Context: an optimization exercise on an open-source flow, tuned for small area, a short achievable clock period and few clock cycles per item. The choices shown serve that exercise and are no tape-out recipe.
Only simulation tests tie the RTL to the original design; equivalence was not proved.
Power and IR drop assume default switching activity.

==> design.v <==
module tcvt_lane (
    input  wire        clk,
    input  wire        s1_f32,
    input  wire        s1_isf,
    input  wire        s1_isr,
    input  wire [9:0]  s1_skr,
    input  wire [9:0]  s1_sk2,
    input  wire [9:0]  s1_skt,
    input  wire [31:0] s1_x,
    input  wire [2:0]  s2_rm,
    input  wire        s2_isf,
    input  wire        s2_isr,
    input  wire        s3_isf,
    input  wire        s3_isr,
    input  wire        s3_isu,
    input  wire        s3_f32,
    input  wire        s3_big_inf_p,  
    input  wire        s3_big_inf_n,  
    output reg  [11:0] elem,
    output reg  [3:0]  flags       
);
    wire       sgn    = s1_x[31];
    wire [7:0] E      = s1_x[30:23];
    wire       e_zero = (E == 8'd0);
    wire       e_ones = &E;
    wire       f_nz   = |s1_x[22:0];
    wire is_nan  = s1_f32 & e_ones & f_nz;
    wire is_inf  = s1_f32 & e_ones & ~f_nz;
    wire is_zero = (s1_x[30:0] == 31'd0) & (s1_f32 | ~sgn);
    wire [1:0] spc = is_nan ? {1'b1, ~s1_x[22]} : {1'b0, is_inf};
    wire m_one = &s1_x;
    wire ineg  = ~s1_f32 & sgn;
    wire inv   = ineg & ~m_one;
    wire [30:0] yi = {s1_x[30:1] ^ {30{sgn}}, (s1_x[0] ^ sgn) | m_one};
    wire [30:0] y  = s1_f32 ? {7'd0, ~e_zero, s1_x[22:0]} : yi;
    wire [15:0] lv1; wire [15:0] lp1;
    wire [7:0]  lv2; wire [15:0] lp2;
    wire [3:0]  lv3; wire [11:0] lp3;
    wire [1:0]  lv4; wire [7:0]  lp4;
    wire [31:0] yl = {1'b0, yi};
    genvar j;
    generate
        for (j = 0; j < 16; j = j + 1) begin : l1
            assign lv1[j] = yl[2*j+1] | yl[2*j];
            assign lp1[j] = yl[2*j+1];
        end
        for (j = 0; j < 8; j = j + 1) begin : l2
            assign lv2[j] = lv1[2*j+1] | lv1[2*j];
            assign lp2[2*j +: 2] = lv1[2*j+1] ? {1'b1, lp1[2*j+1]} : {1'b0, lp1[2*j]};
        end
        for (j = 0; j < 4; j = j + 1) begin : l3
            assign lv3[j] = lv2[2*j+1] | lv2[2*j];
            assign lp3[3*j +: 3] = lv2[2*j+1] ? {1'b1, lp2[4*j+2 +: 2]} : {1'b0, lp2[4*j +: 2]};
        end
        for (j = 0; j < 2; j = j + 1) begin : l4
            assign lv4[j] = lv3[2*j+1] | lv3[2*j];
            assign lp4[4*j +: 4] = lv3[2*j+1] ? {1'b1, lp3[6*j+3 +: 3]} : {1'b0, lp3[6*j +: 3]};
        end
    endgenerate
    wire [4:0] lz = lv4[1] ? {1'b1, lp4[7:4]} : {1'b0, lp4[3:0]};
    wire [31:0] z = {s1_x[31:24] & {8{~s1_f32}}, s1_x[23] | s1_f32, s1_x[22:0]};
    wire [15:0] tv1; wire [15:0] tp1;
    wire [7:0]  tv2; wire [15:0] tp2;
    wire [3:0]  tv3; wire [11:0] tp3;
    wire [1:0]  tv4; wire [7:0]  tp4;
    generate
        for (j = 0; j < 16; j = j + 1) begin : t1
            assign tv1[j] = z[2*j+1] | z[2*j];
            assign tp1[j] = ~z[2*j];
        end
        for (j = 0; j < 8; j = j + 1) begin : t2
            assign tv2[j] = tv1[2*j+1] | tv1[2*j];
            assign tp2[2*j +: 2] = tv1[2*j] ? {1'b0, tp1[2*j]} : {1'b1, tp1[2*j+1]};
        end
        for (j = 0; j < 4; j = j + 1) begin : t3
            assign tv3[j] = tv2[2*j+1] | tv2[2*j];
            assign tp3[3*j +: 3] = tv2[2*j] ? {1'b0, tp2[4*j +: 2]} : {1'b1, tp2[4*j+2 +: 2]};
        end
        for (j = 0; j < 2; j = j + 1) begin : t4
            assign tv4[j] = tv3[2*j+1] | tv3[2*j];
            assign tp4[4*j +: 4] = tv3[2*j] ? {1'b0, tp3[6*j +: 3]} : {1'b1, tp3[6*j+3 +: 3]};
        end
    endgenerate
    wire [4:0] tz = tv4[0] ? {1'b0, tp4[3:0]} : {1'b1, tp4[7:4]};
    wire [7:0] Ep  = {E[7:1], E[0] | e_zero};
    wire [7:0] lev = s1_f32 ? Ep : {3'd0, lz};
    wire h_le0   = $signed({2'b00, lev}) <= $signed(s1_sk2);
    wire ovf_big = $signed({2'b00, lev}) >= $signed(s1_skt);
    wire [4:0] hl  = lev[4:0] - s1_sk2[4:0];
    wire [4:0] ebp = (h_le0 | is_zero) ? 5'd0 : hl;
    wire [9:0] r_f = s1_skr - {2'b00, Ep};
    wire [9:0] r_raw = s1_f32 ? r_f : s1_skr;
    wire [5:0] lr  = s1_f32 ? (s1_isr ? 6'd28 : 6'd26) : ({1'b0, lz} + (s1_isr ? 6'd5 : 6'd3));
    wire [5:0] r_sat = r_raw[5:0] | {6{r_raw[9:6] != 4'd0}};
    wire [5:0] r   = is_zero ? 6'd0 : (s1_isf & ~h_le0) ? lr : r_sat;
    wire huge = (~h_le0 & ~is_zero) | is_inf;
    wire ovfb = (ovf_big & ~is_zero) | is_inf;
    reg [30:0] a_y;
    reg [5:0]  a_r;
    reg        a_sgn, a_inv, a_ho;
    reg [1:0]  a_spc;
    reg [4:0]  a_ebp;
    reg [4:0]  a_tz;
    always @(posedge clk) begin
        a_y   <= y;
        a_r   <= r;
        a_tz  <= tz;
        a_sgn <= sgn;
        a_inv <= inv;
        a_ho  <= s1_isf ? ovfb : huge;
        a_spc <= spc;
        a_ebp <= ebp;
    end
    wire [43:0] e0 = {1'b0, a_y, {12{a_inv}}};
    wire [43:0] e1 = a_r[5] ? {32'd0, e0[43:32]} : e0;
    wire [27:0] e2 = a_r[4] ? e1[43:16] : e1[27:0];
    wire [19:0] e3 = a_r[3] ? e2[27:8]  : e2[19:0];
    wire [15:0] e4 = a_r[2] ? e3[19:4]  : e3[15:0];
    wire [13:0] e5 = a_r[1] ? e4[15:2]  : e4[13:0];
    wire [12:0] e6 = a_r[0] ? e5[13:1]  : e5[12:0];
    wire [12:0] w  = e6;
    wire a_st = {1'b0, a_tz} + 6'd13 <= {1'b0, a_r};
    wire c  = a_inv & ~a_st;
    wire g  = w[0] ^ c;
    wire cy = w[0] & c;
    wire inexact = g | a_st;
    reg inc;
    always @* begin
        case (s2_rm)
            3'd0:    inc = g & (a_st | w[1]);
            3'd2:    inc = a_sgn & inexact;
            3'd3:    inc = ~a_sgn & inexact;
            3'd4:    inc = g;
            default: inc = 1'b0;
        endcase
    end
    wire [11:0] pk = ~s2_isf ? (a_ho ? 12'hFFF : w[12:1]) :
                     s2_isr  ? {a_ho, a_ebp[4:0], w[6:1]} : {a_ho, a_ebp[2:0], w[8:1]};
    reg [11:0] b_ip;
    reg        b_incr, b_nx, b_sgn;
    reg [1:0]  b_spc;
    always @(posedge clk) begin
        b_ip   <= pk;
        b_incr <= cy | inc | (~s2_isf & a_ho);
        b_nx   <= inexact;
        b_sgn  <= a_sgn;
        b_spc  <= a_spc;
    end
    wire neg_i = b_sgn & ~s3_isf;
    wire [12:0] t = ({1'b0, b_ip} ^ {13{neg_i}}) + {12'd0, b_incr ^ neg_i};
    wire below = b_sgn & t[12] & (s3_isu | ~t[11]);
    wire above = ~b_sgn & (t[12] | (~s3_isu & t[11]));
    wire c_nan = b_spc[1];
    wire c_inf = (b_spc == 2'b01);
    wire ovf   = t[12] | t[11] | (s3_isr & (&t[10:6]));
    wire tiny  = s3_isr ? (b_ip[10:6] == 5'd0) : (b_ip[10:8] == 3'd0);
    wire mzero = (t[10:0] == 11'd0);
    wire big_inf = b_sgn ? s3_big_inf_n : s3_big_inf_p;
    wire f_inf = c_inf & s3_isr;
    wire f_sat = ~c_nan & ~f_inf & ovf;
    wire [11:0] ef = c_nan ? (s3_isr ? 12'h7E0 : 12'h800) :
                     f_inf ? {b_sgn, 11'h7C0} :
                     f_sat ? {b_sgn, s3_isr ? (big_inf ? 11'h7C0 : 11'h7BF) : 11'h7FF} :
                             {b_sgn & (s3_isr | ~mzero), t[10:0]};
    wire [3:0] ff = c_nan ? {b_spc[0], 3'd0} : f_inf ? 4'd0 : f_sat ? 4'b0101 : {2'b00, b_nx & tiny, b_nx};
    wire i_sat = ~c_nan & (below | above);
    wire [11:0] ei = c_nan ? 12'h000 :
                     i_sat ? {(below & ~s3_isu) | (above & s3_isu), {11{above}}} :
                             t[11:0];
    wire [3:0] fi = c_nan ? 4'b1000 : i_sat ? {s3_f32, 3'd0} : {3'd0, b_nx & s3_f32};
    wire [11:0] e_n = s3_isf ? ef : ei;
    wire [3:0]  f_n = s3_isf ? ff : fi;
    always @(posedge clk) begin
        elem  <= e_n;
        flags <= f_n;
    end
endmodule
module tcvt_unit (
    input  wire         clk,
    input  wire         rst,         
    input  wire         in_valid,
    input  wire         in_src_f32,  
    input  wire [1:0]   in_dst_kind, 
    input  wire [6:0]   in_shift,    
    input  wire [2:0]   in_rm,       
    input  wire [127:0] in_acc,      
    output reg          out_valid,
    output wire [47:0]  out_elem,    
    output wire [19:0]  out_flags    
);
    reg         r_valid;
    reg         r_src_f32;
    reg [1:0]   r_dst_kind;
    reg [6:0]   r_shift;
    reg [2:0]   r_rm;
    reg [127:0] r_acc;
    always @(posedge clk) begin
        r_valid    <= ~rst & in_valid;
        r_src_f32  <= in_src_f32;
        r_dst_kind <= in_dst_kind;
        r_shift    <= in_shift;
        r_rm       <= in_rm;
        r_acc      <= in_acc;
    end
    wire isf = ~r_dst_kind[1];
    wire isr = (r_dst_kind == 2'd0);
    wire isu = (r_dst_kind == 2'd3);
    reg [9:0] kr, k2, kt;
    always @* begin
        case ({r_src_f32, r_dst_kind})
            3'b100:         begin kr = 10'd141; k2 = 10'd112; kt = 10'd143; end
            3'b101:         begin kr = 10'd151; k2 = 10'd124; kt = 10'd132; end
            3'b110, 3'b111: begin kr = 10'd161; k2 = 10'd138; kt = 10'd138; end
            3'b000:         begin kr = -10'd9;  k2 = -10'd15; kt = 10'd16;  end
            3'b001:         begin kr = 10'd1;   k2 = -10'd3;  kt = 10'd5;   end
            default:        begin kr = 10'd11;  k2 = 10'd11;  kt = 10'd11;  end
        endcase
    end
    wire [9:0] s_ext = {{3{r_shift[6]}}, r_shift};
    wire [9:0] skr = s_ext + kr;
    wire [9:0] sk2 = s_ext + k2;
    wire [9:0] skt = s_ext + kt;
    reg       a_valid, b_valid;
    reg [2:0] a_rm;
    reg       a_f32, a_isf, a_isr, a_isu;
    reg       b_f32, b_isf, b_isr, b_isu, b_bip, b_bin;
    always @(posedge clk) begin
        a_valid   <= ~rst & r_valid;
        b_valid   <= ~rst & a_valid;
        out_valid <= ~rst & b_valid;
        a_rm  <= r_rm;
        a_f32 <= r_src_f32;
        a_isf <= isf;
        a_isr <= isr;
        a_isu <= isu;
        b_f32 <= a_f32;
        b_isf <= a_isf;
        b_isr <= a_isr;
        b_isu <= a_isu;
        b_bip <= (a_rm == 3'd0) | (a_rm == 3'd4) | (a_rm == 3'd3);
        b_bin <= (a_rm == 3'd0) | (a_rm == 3'd4) | (a_rm == 3'd2);
    end
    genvar l;
    generate
        for (l = 0; l < 4; l = l + 1) begin : lane
            wire [3:0] fl;
            tcvt_lane u_lane (
                .clk(clk),
                .s1_f32(r_src_f32), .s1_isf(isf), .s1_isr(isr),
                .s1_skr(skr), .s1_sk2(sk2), .s1_skt(skt), .s1_x(r_acc[32*l +: 32]),
                .s2_rm(a_rm), .s2_isf(a_isf), .s2_isr(a_isr),
                .s3_isf(b_isf), .s3_isr(b_isr), .s3_isu(b_isu), .s3_f32(b_f32),
                .s3_big_inf_p(b_bip), .s3_big_inf_n(b_bin),
                .elem(out_elem[12*l +: 12]), .flags(fl));
            assign out_flags[5*l +: 5] = {fl[3], 1'b0, fl[2:0]};
        end
    endgenerate
endmodule
==> flow/run.sh <==
#!/bin/bash
set -e
export BUFFER_PORTS_ARGS="-buffer_cell sky130_fd_sc_hd__buf_2"
export SETUP_SLACK_MARGIN=13.3
bash standard.sh > standard.log 2>&1
==> standard.sh <==
#!/bin/bash
# synth_recipe.tcl (not shown) runs the flow's synth.tcl, then flattens the netlist and writes it again
# the make line also repeats each setting of config.mk as NAME=value (left out here)
make -C /OpenROAD-flow-scripts/flow DESIGN_CONFIG=/design/flow/config.mk WORK_HOME=/design/flow/orfs CLKGATE_MAP_FILE= SYNTH_SCRIPT=/design/flow/synth_recipe.tcl "${@:-finish}"
==> config.mk <==
export PLATFORM = sky130hd
export DESIGN_NAME = tcvt_unit
export DESIGN_NICKNAME = tcvt_unit
export VERILOG_FILES = /design/flow/design.v
export SDC_FILE = /design/flow/constraint.sdc
export NUM_CORES = 4
export LEC_CHECK = 0
export ABC_AREA = 1
export CAP_MARGIN = 20
export CORE_MARGIN = 2
export CORE_UTILIZATION = 75
export CTS_CLUSTER_DIAMETER = 80
export CTS_CLUSTER_SIZE = 25
export SLEW_MARGIN = 20
==> constraint.sdc <==
create_clock -name core_clock -period 18.0 [get_ports {clk}]
set_input_delay 3.6000 -clock core_clock [delete_from_list [all_inputs] [get_ports {clk}]]
set_output_delay 3.6000 -clock core_clock [all_outputs]
set_load 0.01 [all_outputs]
==> notes.md <==
-- report_power, final --
group          internal [uW]  leakage (uW)  total, uW  switching [uW]
Clock                    348      0.000470        748             400
Sequential              1260       0.00418       1410             146
Combinational            489        0.0121       1430             940
Total                   2100        0.0167       3580            1490
-- final timing paths --
check / start / endpoint
setup / recovery: lane[2].u_lane.elem[2] / out_elem[26]
hold / removal: lane[2].u_lane.a_spc[0] / lane[2].u_lane.b_spc[0]
setup reg to reg: r_dst_kind[1] / lane[0].u_lane.a_r[4]
hold reg to reg: lane[2].u_lane.a_spc[0] / lane[2].u_lane.b_spc[0]
-- metrics by stage --
| step | util, % | cells | total power [uW] | worst slack, ns | area (um^2) |
|---|---|---|---|---|---|
| after floorplan | - | 4652 | 2420 | 13.46 | 31400 |
| after global placement | 79.1 | 5258 | 2730 | 12.60 | 32400 |
| after detailed placement | 79.1 | 5258 | 2770 | 12.50 | 32400 |
| after CTS | 81.5 | 5302 | 3510 | 13.30 | 33400 |
| after global routing | 82.4 | 5319 | 3790 | 13.23 | 33800 |
| final | 82.4 | 5320 | 3580 | 13.31 | 33800 |
-- final cells by class --
type	count	share of cell area, %
well taps	532	1.97
flip-flops and latches	498	29.6
repair buffers	237	4.03
diodes	1	0.00741
clock buffers	30	2.16
clock inverters	14	0.704
multi-input cells	3462	55.5
inverters	546	6.11
-- routing by layer --
layer  global-route usage, %  routed length (um)  part of all wire [%]  up-vias
li1                        -                   -                     -    15500
met1                    53.7               36200                    38    14600
met2                    68.0               42500                    45     2196
met3                    7.65               11500                    12      463
met4                    18.1                5010                   5.3        8
met5                       0                  53                 0.056        -
-- state kept, by name, indices dropped and copies added, names as in the netlist, 2 cells and up --
signal,count
r_acc,128
lane.u_lane.a_y,124
lane.u_lane.b_ip,48
lane.u_lane.elem,48
lane.u_lane.a_r,24
lane.u_lane.a_ebp,20
lane.u_lane.a_tz,20
lane.u_lane.flags,16
lane.u_lane.a_spc,8
lane.u_lane.b_spc,8
r_shift,7
lane.u_lane.a_ho,4
lane.u_lane.a_inv,4
lane.u_lane.a_sgn,4
lane.u_lane.b_incr,4
lane.u_lane.b_nx,4
lane.u_lane.b_sgn,4
a_rm,3
r_rm,3
r_dst_kind,2
-- placed cells by master, fill, tap and decap left out, types with 28 or more instances in the layout --
| cell | count |
|---|---|
| nand2_1 | 1306 |
| xnor2_1 | 87 |
| nand3_1 | 349 |
| nand4_1 | 74 |
| inv_1 | 521 |
| ha_1 | 167 |
| o211ai_1 | 29 |
| dfxtp_1 | 491 |
| o21ai_0 | 348 |
| xor2_1 | 91 |
| a21oi_1 | 191 |
| buf_2 | 208 |
| nor2_1 | 353 |
| o22ai_1 | 34 |
| clkbuf_16 | 29 |
| or2_2 | 28 |
| nor3_1 | 45 |
-- logic make-up (layout without fill, tap and decap cells) --
| group | Yosys count | count (layout) | share of synthesized area (%) |
|---|---|---|---|
| AOI/OAI and AO/OA | 792 | 792 | 14.6 |
| buffers and inverters | 692 | 827 | 8.89 |
| xor gates and xnor gates | 191 | 191 | 5.52 |
| other | 1 | 5 | 0.0120 |
| and+or+nand+nor | 2287 | 2287 | 31.3 |
| adders and majority gates | 183 | 183 | 7.66 |
| muxes | 5 | 5 | 0.160 |
| DFF | 498 | 498 | 31.8 |
-- what timing repair did --
item / CTS / global route
setup endpoints to repair: 28 / 48
setup buffers: 0 / 17
resized for setup: 10 / 43
pin swaps: 0 / 4
==> notes.md <==
Commonest cells post-synth 1307 x nand2_1, 524 x inv_1, 498 x dfxtp_1; CTS root buf clkbuf_16; LEAKAGE 0.0167 uW; setup TNS 0 ns; synthesized flop and latch total 498; # DRC 0; Longest Clk Path Bufs 3; FF-to-FF setup slack 13.51 ns; total power per unit cell area 106 nW/um^2; Final period util 26.1%; ys async rst share 0%; clock-pin transition on the worst setup and hold timing paths 0.09 ns; max incr delay on CP 0.35 ns; GRT Util Overall 41.5%; Max H-tree Level 1; VDD IR-drop max 0.107 mV; Slew Limit Headroom 31.7%; area leader, netlist dfxtp_1; Cells on Worst Hold Path 0; R2R depth 20; DR vias 32700; WP data required 14.40 ns; first-pass GRT wire length 148 mm; 1st-iter DRT viols 4739; Die Span Y 208 um; hold_ws 0.335 ns; vias in the first global route 29600; final wirelength 95.3 mm; post-DP HPWL 70.9 mm; top cell type's share of synthesized area 31.8%; outcome no timing/DRC/antenna violations; Tightest Pin Transition 1.02 ns; drt pass-1 iters 12; f_max 213 MHz; CTS tree yes; worst skew pair latency 0.62 ns; hold buffers post-CTS 0; CP endpoint kind output pin; Main synth FF type dfxtp_1; CP bufs+invs 1; clock period minus worst slack 4.69 ns; total gr overflow 0; DR WL/cell 17.9 um; Pins Over Slew Limit 0; antenna-violating nets left 0; synth-to-layout area growth 7.76%; initial antenna violation count 7; syn avg cell area 6.74 um^2; largest net degree at the start of global routing 90; Die Wd 208 um; class of the worst hold path reg -> reg; Worst EP arrival 1.09 ns; layout cell share with drive strength beyond 1 9.05%; fillcell total 2929; top cells by area, synth dfxtp_1 32%, nand2_1 16%, ha_1 6.7%, inv_1 6.3%, o21ai_0 5.7%; Ys Warns 2; IO Pins 213; Cells after Synth 4649; most numerous cell in the Yosys netlist nand2_1; critical path's top delay family flip-flops; Levels on crit path 1; Initial Utilization 76.4%; Seq/Total Area, Yosys 31.8%; RSZ-0062 raised after global routing yes; Hold Vio Cnt, Final 0; Core ar. 41000 um^2; number of core rows 74; nets 5100; Die ar. 43400 um^2; Sink Count 498; vias per inst 6.15; Max Cap Viol 0; register area 9990 um^2; number of synthesized flops with an enable pin 0; Inserted Clock Buffers 28; slowest CP cell dfxtp_2; multi-input logic area 18700 um^2; Startpoint Class flop; crit-path cells buf_2; GP Congestion 1.04; crit-path max FO 1; WS Path Type reg -> out; Clock Skews 0.0251 ns; Setup Viol. Count Final 0; I/O Buffers 208; Mapped Area 31300 um^2; Netlist cell types 70
Testbench counts, summed over its fixed seeds: cycles 64,024, items 64,000.

## port drivers added, routing unchanged
The flow's constraints put no driver on any port. The routed layout listed below was extracted and timed again, unchanged, in two steps. Step 1 (the two cells are an assumption about what drives the block):
set clk [get_ports {clk}]
set_driving_cell -lib_cell sky130_fd_sc_hd__clkbuf_16 $clk
set_driving_cell -lib_cell sky130_fd_sc_hd__buf_2 [delete_from_list [all_inputs] $clk]
Step 2 adds t to the input delays and takes it off the output delays; t is the mean of the earliest and latest rising clock arrival at the registers after step 1. Input paths then give back, and output paths get back, about the clock's delay inside the block. a / b / c = no drivers / after step 1 / after step 2; a / b = the first two.
t, ns: 0.667
slack for setup (ns): 13.310 / 13.251 / 13.509
worst register clock-pin slew, ns: 0.10 / 0.10
After both steps this run still meets setup and hold. The setup slack of this run moves by -0.059 ns with the drivers and by +0.199 ns with both steps.
